This design comes from an exercise in tuning for small area, a short achievable clock period and few clock cycles per item on the open sky130 flow, not from production work.
No activity file was given, so power comes from the tool's default toggle rates.

Design mx_quant, start of the top module:
module mx_quant (
    input  wire        clk,
    input  wire        rst,         
    input  wire        in_valid,
    output wire        in_ready,
    input  wire [31:0] in_data,
    input  wire [1:0]  in_src,      
    input  wire [3:0]  in_dst,      
    output wire        out_valid,
    input  wire        out_ready,
    output wire [7:0]  out_code,
    output wire [7:0]  out_x,
    output wire [9:0]  out_qmax,
    output wire        out_last
);
Size in the first run: ~750 flip-flops, roughly 71 I/O pins, roughly 0.024 mm2 of cells after synthesis.
Settings: LEC_CHECK=0, ABC_CLOCK_PERIOD_IN_PS=6000, CAP_MARGIN=20, CORE_MARGIN=2, CORE_UTILIZATION=40, SLEW_MARGIN=20; clock period 22.0 ns.
run.sh (not shown) runs the stock make flow with config.mk's settings and CLKGATE_MAP_FILE= SYNTH_SCRIPT=/design/flow/synth_recipe.tcl, a recipe that flattens the netlist after the stock synthesis.
Rerun with:
==> flow/flow/run.sh (new file) <==
#!/bin/bash
# The standard ORFS layout, asked to repair timing with extra setup margin and
# with faster buffers on the ports.
set -euo pipefail
bash standard.sh SETUP_SLACK_MARGIN=16.5 "BUFFER_PORTS_ARGS=-buffer_cell sky130_fd_sc_hd__buf_4" finish > standard.log 2>&1
==> flow/standard.sh (new file) <==
#!/bin/bash
# synth_recipe.tcl (not shown) runs the flow's synth.tcl, then flattens the netlist and writes it again
# the make line also repeats each setting of config.mk as NAME=value (left out here)
make -C /OpenROAD-flow-scripts/flow DESIGN_CONFIG=/design/flow/config.mk WORK_HOME=/design/flow/orfs CLKGATE_MAP_FILE= SYNTH_SCRIPT=/design/flow/synth_recipe.tcl "${@:-finish}"
Settings changed: ABC_CLOCK_PERIOD_IN_PS 6000 to not set.
removed: flow/run.sh
After rerunning: Sequential share of layout area goes down by 0.14 points. Synthesized cell count is unchanged. Wire length climbs by a few percent. Via count barely changes. Total power is higher slightly. Count of clock-buffer cells in the layout went down by 6.
Rerun with:
==> flow/run.sh (new file) <==
#!/bin/bash
# synth_recipe.tcl (not shown) runs the flow's synth.tcl, then flattens the netlist and writes it again
# the make line also repeats each setting of config.mk as NAME=value (left out here)
make -C /OpenROAD-flow-scripts/flow DESIGN_CONFIG=/design/flow/config.mk WORK_HOME=/design/flow/orfs CLKGATE_MAP_FILE= SYNTH_SCRIPT=/design/flow/synth_recipe.tcl finish
removed: flow/flow/run.sh
removed: flow/standard.sh
Outcome: The new run finished with timing, DRC and antenna clean; die area stays the same; worst setup slack gets worse by 1.1 ns; design area hardly moves; critical path depth grows by 14; clock skew hardly moves; power shrinks slightly; maximum frequency shrinks by about a fifth; combinational power shrinks by a few percent.
Rerun with:
==> flow/flow/run.sh (new file) <==
#!/bin/bash
# The standard ORFS layout, asked to repair timing with extra setup margin and
# with faster buffers on the ports.
set -euo pipefail
bash standard.sh SETUP_SLACK_MARGIN=16.5 "BUFFER_PORTS_ARGS=-buffer_cell sky130_fd_sc_hd__buf_4" finish > standard.log 2>&1
==> flow/standard.sh (new file) <==
#!/bin/bash
# synth_recipe.tcl (not shown) runs the flow's synth.tcl, then flattens the netlist and writes it again
# the make line also repeats each setting of config.mk as NAME=value (left out here)
make -C /OpenROAD-flow-scripts/flow DESIGN_CONFIG=/design/flow/config.mk WORK_HOME=/design/flow/orfs CLKGATE_MAP_FILE= SYNTH_SCRIPT=/design/flow/synth_recipe.tcl "${@:-finish}"
Settings changed: ABC_AREA set to 1.
removed: flow/run.sh
After rerunning:
- The changed run produced a clean layout
- clock power barely changes
- count of clock-buffer cells in the layout increases by 2
- final area hardly moves
- routed wire length increases by 2.4%
- register-to-register slack improved by 1.7 ns
- die area hardly moves
- setup slack improved by 1.1 ns
No run of this note included a check of the RTL's function; only the layout flow was run.

---

Setup of cedar:
mx_quant, a different RTL version from the one above (not shown whole).
Size in the first run: about 750 flip-flops, about 71 I/O pins, roughly 0.024 sq mm of cells after synthesis.
==> flow/config.mk <==
export PLATFORM = sky130hd
export DESIGN_NAME = mx_quant
export DESIGN_NICKNAME = mx_quant
export VERILOG_FILES = /design/flow/design.v
export SDC_FILE = /design/flow/constraint.sdc
export NUM_CORES = 4
export LEC_CHECK = 0
export ABC_AREA = 1
export CAP_MARGIN = 20
export CORE_MARGIN = 2
export CORE_UTILIZATION = 40
export CTS_CLUSTER_DIAMETER = 90
export CTS_CLUSTER_SIZE = 30
export SLEW_MARGIN = 20
==> flow/constraint.sdc <==
create_clock -name core_clock -period 22.0 [get_ports {clk}]
set_input_delay 4.4000 -clock core_clock [delete_from_list [all_inputs] [get_ports {clk}]]
set_output_delay 4.4000 -clock core_clock [all_outputs]
set_load 0.01 [all_outputs]
standard.sh (not shown) runs the stock make flow with config.mk's settings and CLKGATE_MAP_FILE= SYNTH_SCRIPT=/design/flow/synth_recipe.tcl, a recipe that flattens the netlist after the stock synthesis.
==> flow/flow/run.sh <==
#!/bin/bash
# The standard ORFS layout, asked to repair timing with extra setup margin and
# with faster buffers on the ports.
set -euo pipefail
bash standard.sh SETUP_SLACK_MARGIN=16.5 "BUFFER_PORTS_ARGS=-buffer_cell sky130_fd_sc_hd__buf_4" finish > standard.log 2>&1
cedar completed every stage of the flow, and the final layout passed the timing, design-rule and antenna checks.
[inputs] garnet vs cedar
-- flow/config.mk --
<<< cedar, line 10
export CORE_MARGIN = 2
export CORE_UTILIZATION = 40
export CTS_CLUSTER_DIAMETER = 90
export CTS_CLUSTER_SIZE = 30
export SLEW_MARGIN = 20
>>> garnet, line 10
export CORE_MARGIN = 2
export CORE_UTILIZATION = 40
export CTS_CLUSTER_DIAMETER = 120
export CTS_CLUSTER_SIZE = 26
export SLEW_MARGIN = 20
[summary]
Delta (garnet minus cedar): clock-buffer cell count moved up; sequential share of power moved up; number of vias in the routed layout level.
No run of this note included a check of the RTL's function; only the layout flow was run.

[separate check: timing with driven ports]
The results above use ideal ports. As a check the final layouts listed here were re-extracted and re-timed, cells and wires unchanged.
Step 1: set_driving_cell puts a clkbuf_16 on clk and a buf_2 on each other input, an assumption about the parent block.
Step 2 also shifts input and output timing later by t, the mid clock arrival at the registers, as if the neighbouring blocks saw the same clock.
Slacks: ideal ports / drivers / drivers and shift; pairs: ideal ports / drivers.
run	shift t [ns]	setup WS [ns]	slew at the worst register clock pin (ns)
the first run of note 1	0.653	15.331 / 15.331 / 15.331	0.06 / 0.06
the second run of note 1	0.647	16.397 / 16.340 / 16.124	0.06 / 0.06
the third run of note 1	0.653	15.331 / 15.331 / 15.331	0.06 / 0.06
the fourth run of note 1	0.659	16.426 / 16.371 / 16.238	0.07 / 0.07
cedar	0.630	16.458 / 16.403 / 16.220	0.11 / 0.11
garnet	0.619	16.461 / 16.404 / 16.226	0.11 / 0.11
After both steps setup and hold are still met in every run listed. The setup slack of the second run of note 1, which loses most, moves by -0.057 ns with the drivers and by -0.273 ns with both steps.
